Background: an optimization exercise with open tools, aiming at small area, a short achievable clock period and few clock cycles per item. Do not read the settings as production practice. Only simulation tests tie the RTL to the original design; equivalence was not proved.

==> inputs of run a <==
==> flow/design.v (excerpt) <==
module le_rail_update (
    input  wire               clk,
    input  wire               rst,         
    input  wire               in_valid,
    output wire               in_ready,
    input  wire [1:0]         in_rail,
    input  wire               in_first,    
    input  wire [23:0]        in_vref,     
    input  wire [21:0]        in_vsum,     
    input  wire [5:0]         in_vcnt,     
    input  wire [31:0]        in_b0,       
    input  wire [31:0]        in_b1,
    input  wire [31:0]        in_b2,
    input  wire [31:0]        in_a1,
    input  wire [31:0]        in_a2,
    input  wire [15:0]        in_irmax,    
    output reg                out_valid,
    output reg  [1:0]         out_rail,
    output reg  signed [24:0] out_e,       
    output reg  signed [24:0] out_y,       
    output reg                out_sat      
);
    assign in_ready = 1'b1;
    reg        v1;
    reg [1:0]  s1_rail;
    reg        s1_first;
    reg [23:0] s1_vref;
    reg [21:0] s1_vsum;
    reg [5:0]  s1_vcnt;
    reg [31:0] s1_b0, s1_b1, s1_b2, s1_a1, s1_a2;
    reg [15:0] s1_irmax;
    always @(posedge clk) begin
        if (rst) v1 <= 1'b0;
        else     v1 <= in_valid;
        s1_rail  <= in_rail;
        s1_first <= in_first;
        s1_vref  <= in_vref;
        s1_vsum  <= in_vsum;
        s1_vcnt  <= in_vcnt;
        s1_b0    <= in_b0;
        s1_b1    <= in_b1;
        s1_b2    <= in_b2;
        s1_a1    <= in_a1;
        s1_a2    <= in_a2;
        s1_irmax <= in_irmax;
    end
    reg [36:0] s1_rcp;
    reg signed [6:0] s1_ndlt;
    always @(*) begin
        case (s1_vcnt)
            6'd1: begin s1_rcp = 37'd137438953471; s1_ndlt = 7'sd1; end
            6'd2: begin s1_rcp = 37'd68719476736; s1_ndlt = -7'sd0; end
            6'd3: begin s1_rcp = 37'd45812984491; s1_ndlt = -7'sd1; end
            6'd4: begin s1_rcp = 37'd34359738368; s1_ndlt = -7'sd0; end
            6'd5: begin s1_rcp = 37'd27487790695; s1_ndlt = -7'sd3; end
            6'd6: begin s1_rcp = 37'd22906492246; s1_ndlt = -7'sd4; end
            6'd7: begin s1_rcp = 37'd19634136211; s1_ndlt = -7'sd5; end
  ...
clock: 13.0 ns
lec_check: 0
abc_clock_period_in_ps: 6500
cap_margin: 20
core_margin: 2
core_utilization: 45
setup_slack_margin: 5
slew_margin: 20
standard.sh (not shown) runs the stock make flow with config.mk's settings and CLKGATE_MAP_FILE= SYNTH_SCRIPT=/design/flow/synth_recipe.tcl, a recipe that flattens the netlist after the stock synthesis.
==> flow/flow/run.sh <==
#!/bin/bash
# The standard layout (the standard.sh, ORFS from synthesis to finish) with one change:
# synthesis runs the reference script, but Yosys's synth runs with -noabc, so the
#  quick ABC pass inside it does not restructure the adder trees before ORFS's
#  full-adder extraction (registers, names and the later ABC mapping are unchanged);
set -euo pipefail
sed '1s/-nofsm -noshare /-nofsm -noshare -noabc /' synth_recipe.tcl > synth_noabc.tcl
grep -q -- '-noabc' synth_noabc.tcl
bash standard.sh SYNTH_SCRIPT="$PWD/synth_noabc.tcl" finish > orfs_make.log 2>&1
==> run b: changes against run a <==
==> flow/run.sh (new file) <==
#!/bin/bash
# synth_recipe.tcl (not shown) runs the flow's synth.tcl, then flattens the netlist and writes it again
# the make line also repeats each setting of config.mk as NAME=value (left out here)
make -C /OpenROAD-flow-scripts/flow DESIGN_CONFIG=/design/flow/config.mk WORK_HOME=/design/flow/orfs CLKGATE_MAP_FILE= SYNTH_SCRIPT=/design/flow/synth_recipe.tcl finish
--- a/flow/config.mk
+++ b/flow/config.mk
@@ -10,3 +10,4 @@
 export CORE_MARGIN = 2
-export CORE_UTILIZATION = 45
+export CORE_UTILIZATION = 55
+export CTS_CLUSTER_SIZE = 30
 export SETUP_SLACK_MARGIN = 5
removed: flow/flow/run.sh
removed: flow/standard.sh
==> impl_metrics.json <==
{
  "status": "complete, no violations",
  "multi_input_area_um2": 109000,
  "grt_usage": 0.383,
  "worst-path-stages": 18,
  "cts-resized-gates": 246,
  "cts_made_buffers": 144,
  "grtUsageMet1": 0.463,
  "cp_common_cell": "fa_1",
  "crit_path_cell_trace": "xnor2_4 > and3_4 > nor2_4 > clkbuf_16 > a22oi_1 > nor2_1 > ha_4 > buf_4 > xor2_1 > and2_1 > fa_1 > fa_1 > fa_1 > fa_1 > fa_1 > fa_1 > fa_1 > fa_1",
  "fp.dieW_um": 567,
  "startpoint": "s2_rail[1]$_DFF_P_",
  "wl_per_cell_um": 36.8,
  "finalNonFillerCells": 17000,
  "met1_length_mm": 225,
  "drt_first_pass_iters": 9
}
-- figures above: run a

==> impl_metrics.json <==
{
  "cts-resized-gates": 467,
  "finalNonFillerCells": 17600,
  "met1_length_mm": 242,
  "grtUsageMet1": 0.614,
  "worst-path-stages": 35,
  "status": "complete, no violations",
  "startpoint": "s1_vsum[1]$_DFF_P_",
  "wl_per_cell_um": 37.9,
  "fp.dieW_um": 524,
  "cts_made_buffers": 141
}
-- figures above: run b

Testbench counts of run a, summed over its fixed seeds: cycles 2,432, items 2,400.
Testbench counts of run b, summed over its fixed seeds: cycles 2,432, items 2,400.

==> what the ideal ports hide <==
How much do the figures lean on ideal ports? The routed layouts below were timed once more, with nothing changed but the port constraints.
Step 1 assumes that a clkbuf_16 drives the clock port and a buf_2 every other input.
Step 2, shift: input delay + t, output delay - t, t = (earliest + latest rising clock arrival at the registers) / 2. This alone moves slack from input paths to output paths.
a / b / c = no drivers / after step 1 / after step 2; a / b = the first two.
| run | t (ns) | setup WS [ns] | worst hold slack (ns) | pins driven straight from the clock port |
|---|---|---|---|---|
| run a | 0.985 | 5.040 / 5.040 / 5.040 | 0.264 / 0.264 / 0.264 | 1 |
| run b | 0.989 | 4.795 / 4.795 / 4.795 | 0.307 / 0.307 / 0.307 | 1 |
After both steps every run listed still meets setup and hold.
